Background: an optimization exercise with open tools, aiming at small area and a short achievable clock period. Do not read the settings as production practice. At most, simulation tests tie the RTL to the original design; equivalence was not proved. No activity file was given, so power comes from the tool's default toggle rates.

old:
Design fmt_cvt, start of the top module:
module fmt_cvt (
    input  wire        clk,
    input  wire        rst,         
    input  wire        in_valid,
    input  wire        in_op,       
    input  wire [3:0]  in_src,
    input  wire [3:0]  in_dst,      
    input  wire [31:0] in_a,
    input  wire [7:0]  in_b,        
    output reg         out_valid,
    output reg  [31:0] out_data
);
Size: about 190 flip-flops, about 85 I/O pins.
==> flow/config.mk <==
export PLATFORM = sky130hd
export DESIGN_NAME = fmt_cvt
export DESIGN_NICKNAME = fmt_cvt
export VERILOG_FILES = /design/flow/design.v
export SDC_FILE = /design/flow/constraint.sdc
export NUM_CORES = 4
export LEC_CHECK = 0
export ABC_AREA = 1
export CAP_MARGIN = 20
export CORE_MARGIN = 2
export CORE_UTILIZATION = 40
export CTS_BUF_LIST = sky130_fd_sc_hd__clkbuf_8
export SLEW_MARGIN = 20
==> flow/constraint.sdc <==
create_clock -name core_clock -period 18.0 [get_ports {clk}]
set_input_delay 3.6000 -clock core_clock [delete_from_list [all_inputs] [get_ports {clk}]]
set_output_delay 3.6000 -clock core_clock [all_outputs]
set_load 0.01 [all_outputs]
standard.sh (not shown) runs the stock make flow with config.mk's settings and CLKGATE_MAP_FILE= SYNTH_SCRIPT=/design/flow/synth_recipe.tcl, a recipe that flattens the netlist after the stock synthesis.
==> flow/flow/run.sh <==
#!/bin/bash
# The standard layout (standard.sh: ORFS synthesis to finish) with two
# changes:
# - synthesis maps the logic with flow/area_map.abc (ABC's area mapper
#   without the delay-driven mapping of ORFS's script); everything else in
#   synthesis, registers included, is ORFS's and the standard flow's script unchanged;
set -euo pipefail
here=$PWD
sed "s#log_cmd abc {\*}\$abc_args#lset abc_args 1 $here/flow/area_map.abc\n  log_cmd abc {*}\$abc_args#" \
    "$FLOW_HOME/scripts/synth.tcl" > "$here/synth_area_map.tcl"
grep -q "area_map.abc" "$here/synth_area_map.tcl"
sed "s#\$::env(SCRIPTS_DIR)/synth.tcl#$here/synth_area_map.tcl#" synth_recipe.tcl > "$here/synth_recipe_area_map.tcl"
grep -q "synth_area_map.tcl" "$here/synth_recipe_area_map.tcl"
bash standard.sh SYNTH_SCRIPT="$here/synth_recipe_area_map.tcl" SETUP_SLACK_MARGIN=13.5 finish > standard.log 2>&1
==> flow/flow/area_map.abc <==
strash
dch
map -a
topo
stime -c
buffer -c
upsize -c
dnsize -c
Input-level comparison between new and old:
# old
export LEC_CHECK = 0
export ABC_AREA = 1
export CAP_MARGIN = 20
export CORE_MARGIN = 2
export CORE_UTILIZATION = 40
export CTS_BUF_LIST = sky130_fd_sc_hd__clkbuf_8
export SLEW_MARGIN = 20
create_clock -name core_clock -period 18.0 [get_ports {clk}]
# new
export LEC_CHECK = 0
export ABC_AREA = 1
export CAP_MARGIN = 20
export CORE_MARGIN = 2
export CORE_UTILIZATION = 55
export SLEW_MARGIN = 20
create_clock -name core_clock -period 18.0 [get_ports {clk}]
[summary]
~same mapped cell area in new and old. Worst relative slew slack: new and old compared, higher one is new. On floorplan die area, old loses to new. Of new and old, the run reporting the lower post-CTS resize count was new. Compared to old, the router laid down more metal wire for new. Share of final-layout standard cells stronger than drive strength 1 (new over old): decrease, 0.26 points. Higher global-route wire length before repair among new and old: new. Diff old -> new | highest attainable clock frequency | up slightly. The post-place setup slack reported for new is greater than that of old by 0.21 ns. Lower total power divided by cell area among new and old: old. The final reports for new and old show clock insertion delay at the later pin of the skew report lower in the former.

## job 8460
Starting RTL as in the previous note.
==> flow/design.v (excerpt) <==
module fmt_cvt (
    input  wire        clk,
    input  wire        rst,         
    input  wire        in_valid,
    input  wire        in_op,       
    input  wire [3:0]  in_src,
    input  wire [3:0]  in_dst,      
    input  wire [31:0] in_a,
    input  wire [7:0]  in_b,        
    output reg         out_valid,
    output reg  [31:0] out_data
);
    reg        v0, f32, bf16, fp16, s32, e4m3, e5m2, i8s, o8u, isfl;
    reg        s_sign, inv_m, inv_s, ext, hidv;
    reg        d_int, d_u32, d_bf, d_h;
    reg        isq;
    reg [31:0] a;           
    wire i_f32  = !in_op && !in_src[3] && !in_src[1] && !in_src[0];
    wire i_bf16 = !in_op && !in_src[3] && in_src[0];
    wire i_fp16 = !in_op && !in_src[3] && in_src[1];
    wire i_s32  = !in_op && in_src[3] && !in_src[0];
    wire i_e4m3 = in_op && !in_src[3] && !in_src[2];
    wire i_e5m2 = in_op && !in_src[3] && in_src[2] && !in_src[0];
    wire i_i8s  = in_op && ((!in_src[3] && in_src[2] && in_src[0]) || (in_src[3] && !in_src[0]));
    wire i_isfl = in_op ? (!in_src[3] && !(in_src[2] && in_src[0])) : !in_src[3];
    wire i_dint = !in_op && in_dst[3];
  ...
==> flow/config.mk <==
export PLATFORM = sky130hd
export DESIGN_NAME = fmt_cvt
export DESIGN_NICKNAME = fmt_cvt
export VERILOG_FILES = /design/flow/design.v
export SDC_FILE = /design/flow/constraint.sdc
export NUM_CORES = 4
export LEC_CHECK = 0
export ABC_AREA = 1
export CAP_MARGIN = 20
export CORE_MARGIN = 2
export CORE_UTILIZATION = 40
export SLEW_MARGIN = 20
==> flow/constraint.sdc <==
create_clock -name core_clock -period 18.0 [get_ports {clk}]
set_input_delay 3.6000 -clock core_clock [delete_from_list [all_inputs] [get_ports {clk}]]
set_output_delay 3.6000 -clock core_clock [all_outputs]
set_load 0.01 [all_outputs]
==> flow/flow/run.sh <==
#!/bin/bash
# The standard layout (standard.sh: ORFS synthesis to finish) with three
# changes:
# - synthesis maps the logic with flow/area_map.abc (ABC's area mapper
#   without the delay-driven mapping of ORFS's script); everything else in
#   synthesis, registers included, is ORFS's and the standard flow's script unchanged;
# - repair_timing is asked for setup slack of at least 13.5 ns, so that it
#   sizes and buffers the critical paths;
set -euo pipefail
here=$PWD
sed "s#log_cmd abc {\*}\$abc_args#lset abc_args 1 $here/flow/area_map.abc\n  log_cmd abc {*}\$abc_args#" \
    "$FLOW_HOME/scripts/synth.tcl" > "$here/synth_area_map.tcl"
grep -q "area_map.abc" "$here/synth_area_map.tcl"
sed "s#\$::env(SCRIPTS_DIR)/synth.tcl#$here/synth_area_map.tcl#" synth_recipe.tcl > "$here/synth_recipe_area_map.tcl"
grep -q "synth_area_map.tcl" "$here/synth_recipe_area_map.tcl"
bash standard.sh SYNTH_SCRIPT="$here/synth_recipe_area_map.tcl" SETUP_SLACK_MARGIN=13.5 \
    BUFFER_PORTS_ARGS="-buffer_cell sky130_fd_sc_hd__buf_1" finish > standard.log 2>&1
Scripts as last shown in full above: flow/flow/area_map.abc
What job 8080 does differently from job 8460 at the input level:
==> flow/flow/run.sh <==
#!/bin/bash
# The standard layout (standard.sh: ORFS synthesis to finish) with two
# changes:
# - synthesis maps the logic with flow/area_map.abc (ABC's area mapper
#   without the delay-driven mapping of ORFS's script); everything else in
#   synthesis, registers included, is ORFS's and the standard flow's script unchanged;
set -euo pipefail
here=$PWD
sed "s#log_cmd abc {\*}\$abc_args#lset abc_args 1 $here/flow/area_map.abc\n  log_cmd abc {*}\$abc_args#" \
    "$FLOW_HOME/scripts/synth.tcl" > "$here/synth_area_map.tcl"
grep -q "area_map.abc" "$here/synth_area_map.tcl"
sed "s#\$::env(SCRIPTS_DIR)/synth.tcl#$here/synth_area_map.tcl#" synth_recipe.tcl > "$here/synth_recipe_area_map.tcl"
grep -q "synth_area_map.tcl" "$here/synth_recipe_area_map.tcl"
bash standard.sh SYNTH_SCRIPT="$here/synth_recipe_area_map.tcl" SETUP_SLACK_MARGIN=13.5 finish > standard.log 2>&1
--- outcome ---
The final reports for job 8080 and job 8460 show half-perimeter wire length after detailed placement higher in the former. Post-layout total power came out lower on job 8080 than on job 8460. In terms of fraction of power consumed by combinational cells, job 8080 and job 8460 differ only marginally. Per the comparison of job 8080 with job 8460, power consumed by the clock network lower, final area higher, peak supply drop lower, clock buffer and inverter area fraction after layout lower. Job 8080 | status: complete | timing, DRC, antenna: pass.
The inputs of job 2667 differ from those of job 8080 as listed below.
- CTS_BUF_LIST now sky130_fd_sc_hd__clkbuf_8, previously not set
-- flow/flow/run.sh --
<<< job 8080, line 1
#!/bin/bash
# The standard layout (standard.sh: ORFS synthesis to finish) with two
# changes:
>>> job 2667, line 1
#!/bin/bash
# The standard layout (standard.sh: ORFS synthesis to finish) with three
# changes:
<<< job 8080, line 6
#   synthesis, registers included, is ORFS's and the standard flow's script unchanged;
set -euo pipefail
>>> job 2667, line 6
#   synthesis, registers included, is ORFS's and the standard flow's script unchanged;
# - repair_timing is asked for setup slack of at least 13.5 ns, so that it
#   sizes and buffers the critical paths;
set -euo pipefail
<<< job 8080, line 13
grep -q "synth_area_map.tcl" "$here/synth_recipe_area_map.tcl"
bash standard.sh SYNTH_SCRIPT="$here/synth_recipe_area_map.tcl" SETUP_SLACK_MARGIN=13.5 finish > standard.log 2>&1
>>> job 2667, line 15
grep -q "synth_area_map.tcl" "$here/synth_recipe_area_map.tcl"
bash standard.sh SYNTH_SCRIPT="$here/synth_recipe_area_map.tcl" SETUP_SLACK_MARGIN=13.5 \
    BUFFER_PORTS_ARGS="-buffer_cell sky130_fd_sc_hd__buf_1" finish > standard.log 2>&1
==> comparison <==
- Die area: job 8080 vs job 2667, no meaningful difference
- Comparing job 8080 against job 2667, there is no change at all in synthesized cell count.
- Going from job 8080 to job 2667, routed length per instance went down, proportion of total power due to net switching went up, wire length on met1 went down.
- Portion of total power attributed to the clock network: job 2667 < job 8080

Setup of the previous run:
Another version of the RTL of fmt_cvt (not shown whole).
Size: ~1800 cells after synthesis, about 200 flip-flops, ~85 I/O pins, about 0.012 mm^2 of cells after synthesis.
Settings: LEC_CHECK=0, ABC_AREA=1, CAP_MARGIN=20, CORE_MARGIN=2, CORE_UTILIZATION=40, CTS_CLUSTER_DIAMETER=300, CTS_CLUSTER_SIZE=50, SLEW_MARGIN=20; clock period 18.0 ns.
==> flow/flow/run.sh <==
#!/bin/bash
# The standard layout (standard.sh: ORFS synthesis to finish) with two
# changes:
# - synthesis maps the logic with flow/area_map.abc (ABC's area mapper
#   without the delay-driven mapping of ORFS's script); everything else in
#   synthesis, registers included, is ORFS's and the standard flow's script unchanged;
set -euo pipefail
here=$PWD
sed "s#log_cmd abc {\*}\$abc_args#lset abc_args 1 $here/flow/area_map.abc\n  log_cmd abc {*}\$abc_args#" \
    "$FLOW_HOME/scripts/synth.tcl" > "$here/synth_area_map.tcl"
grep -q "area_map.abc" "$here/synth_area_map.tcl"
sed "s#\$::env(SCRIPTS_DIR)/synth.tcl#$here/synth_area_map.tcl#" synth_recipe.tcl > "$here/synth_recipe_area_map.tcl"
grep -q "synth_area_map.tcl" "$here/synth_recipe_area_map.tcl"
bash standard.sh SYNTH_SCRIPT="$here/synth_recipe_area_map.tcl" SETUP_SLACK_MARGIN=13.5 finish > standard.log 2>&1
Scripts as last shown in full above: flow/flow/area_map.abc
For the current run, these inputs were changed with respect to the previous run:
Settings: removing CTS_CLUSTER_SIZE (formerly 50); removing CTS_CLUSTER_DIAMETER (formerly 300).
--- outcome ---
As far as flip-flop and latch count after synthesis goes, the previous run and the current run are indistinguishable; the numbers are identical. Reported for the previous run and the current run, maximum frequency turned out identical to the last digit. The current run -> the previous run: total number of cells along the worst setup path delta 0, exact match. Comparing the current run against the previous run, there is no change at all in power density over the cells.
No functional check of the RTL was part of any run of this note.

-- re-timing with driven ports --
No port has a modelled driver above. Below, the same layouts with a new extraction and two added sets of constraints. Step 1, drivers: a clkbuf_16 drives clk and a buf_2 each remaining input, both assumed. Step 2, shift: input delay + t, output delay - t, t = (earliest + latest rising clock arrival at the registers) / 2. This alone moves slack from input paths to output paths. Slacks: no drivers / after step 1 / after step 2; pairs: no drivers / after step 1.
| run | shift t [ns] | slack for setup (ns) | worst hold slack (ns) | worst setup path at the end | worst register clock-pin slew, ns |
|---|---|---|---|---|---|
| old | 0.497 | 13.492 / 13.452 / 13.067 | 0.334 / 0.334 / 0.334 | input to register | 0.10 / 0.10 |
| new | 0.479 | 13.515 / 13.466 / 13.087 | 0.329 / 0.329 / 0.329 | input to register | 0.08 / 0.08 |
| job 8460 | 0.492 | 13.522 / 13.475 / 13.153 | 0.324 / 0.324 / 0.324 | input to register | 0.08 / 0.08 |
| job 8080 | 0.470 | 13.535 / 13.487 / 13.126 | 0.329 / 0.329 / 0.329 | input to register | 0.07 / 0.07 |
| job 2667 | 0.530 | 13.462 / 13.419 / 13.071 | 0.326 / 0.326 / 0.326 | input to register | 0.11 / 0.11 |
| the previous run | 0.499 | 13.503 / 13.455 / 13.269 | 0.328 / 0.328 / 0.328 | input to register | 0.09 / 0.09 |
| the current run | 0.499 | 13.503 / 13.455 / 13.269 | 0.328 / 0.328 / 0.328 | input to register | 0.09 / 0.09 |
After both steps every run listed still meets setup and hold. For new, which loses most, drivers alone change the setup slack by -0.049 ns; drivers and shift together by -0.428 ns.
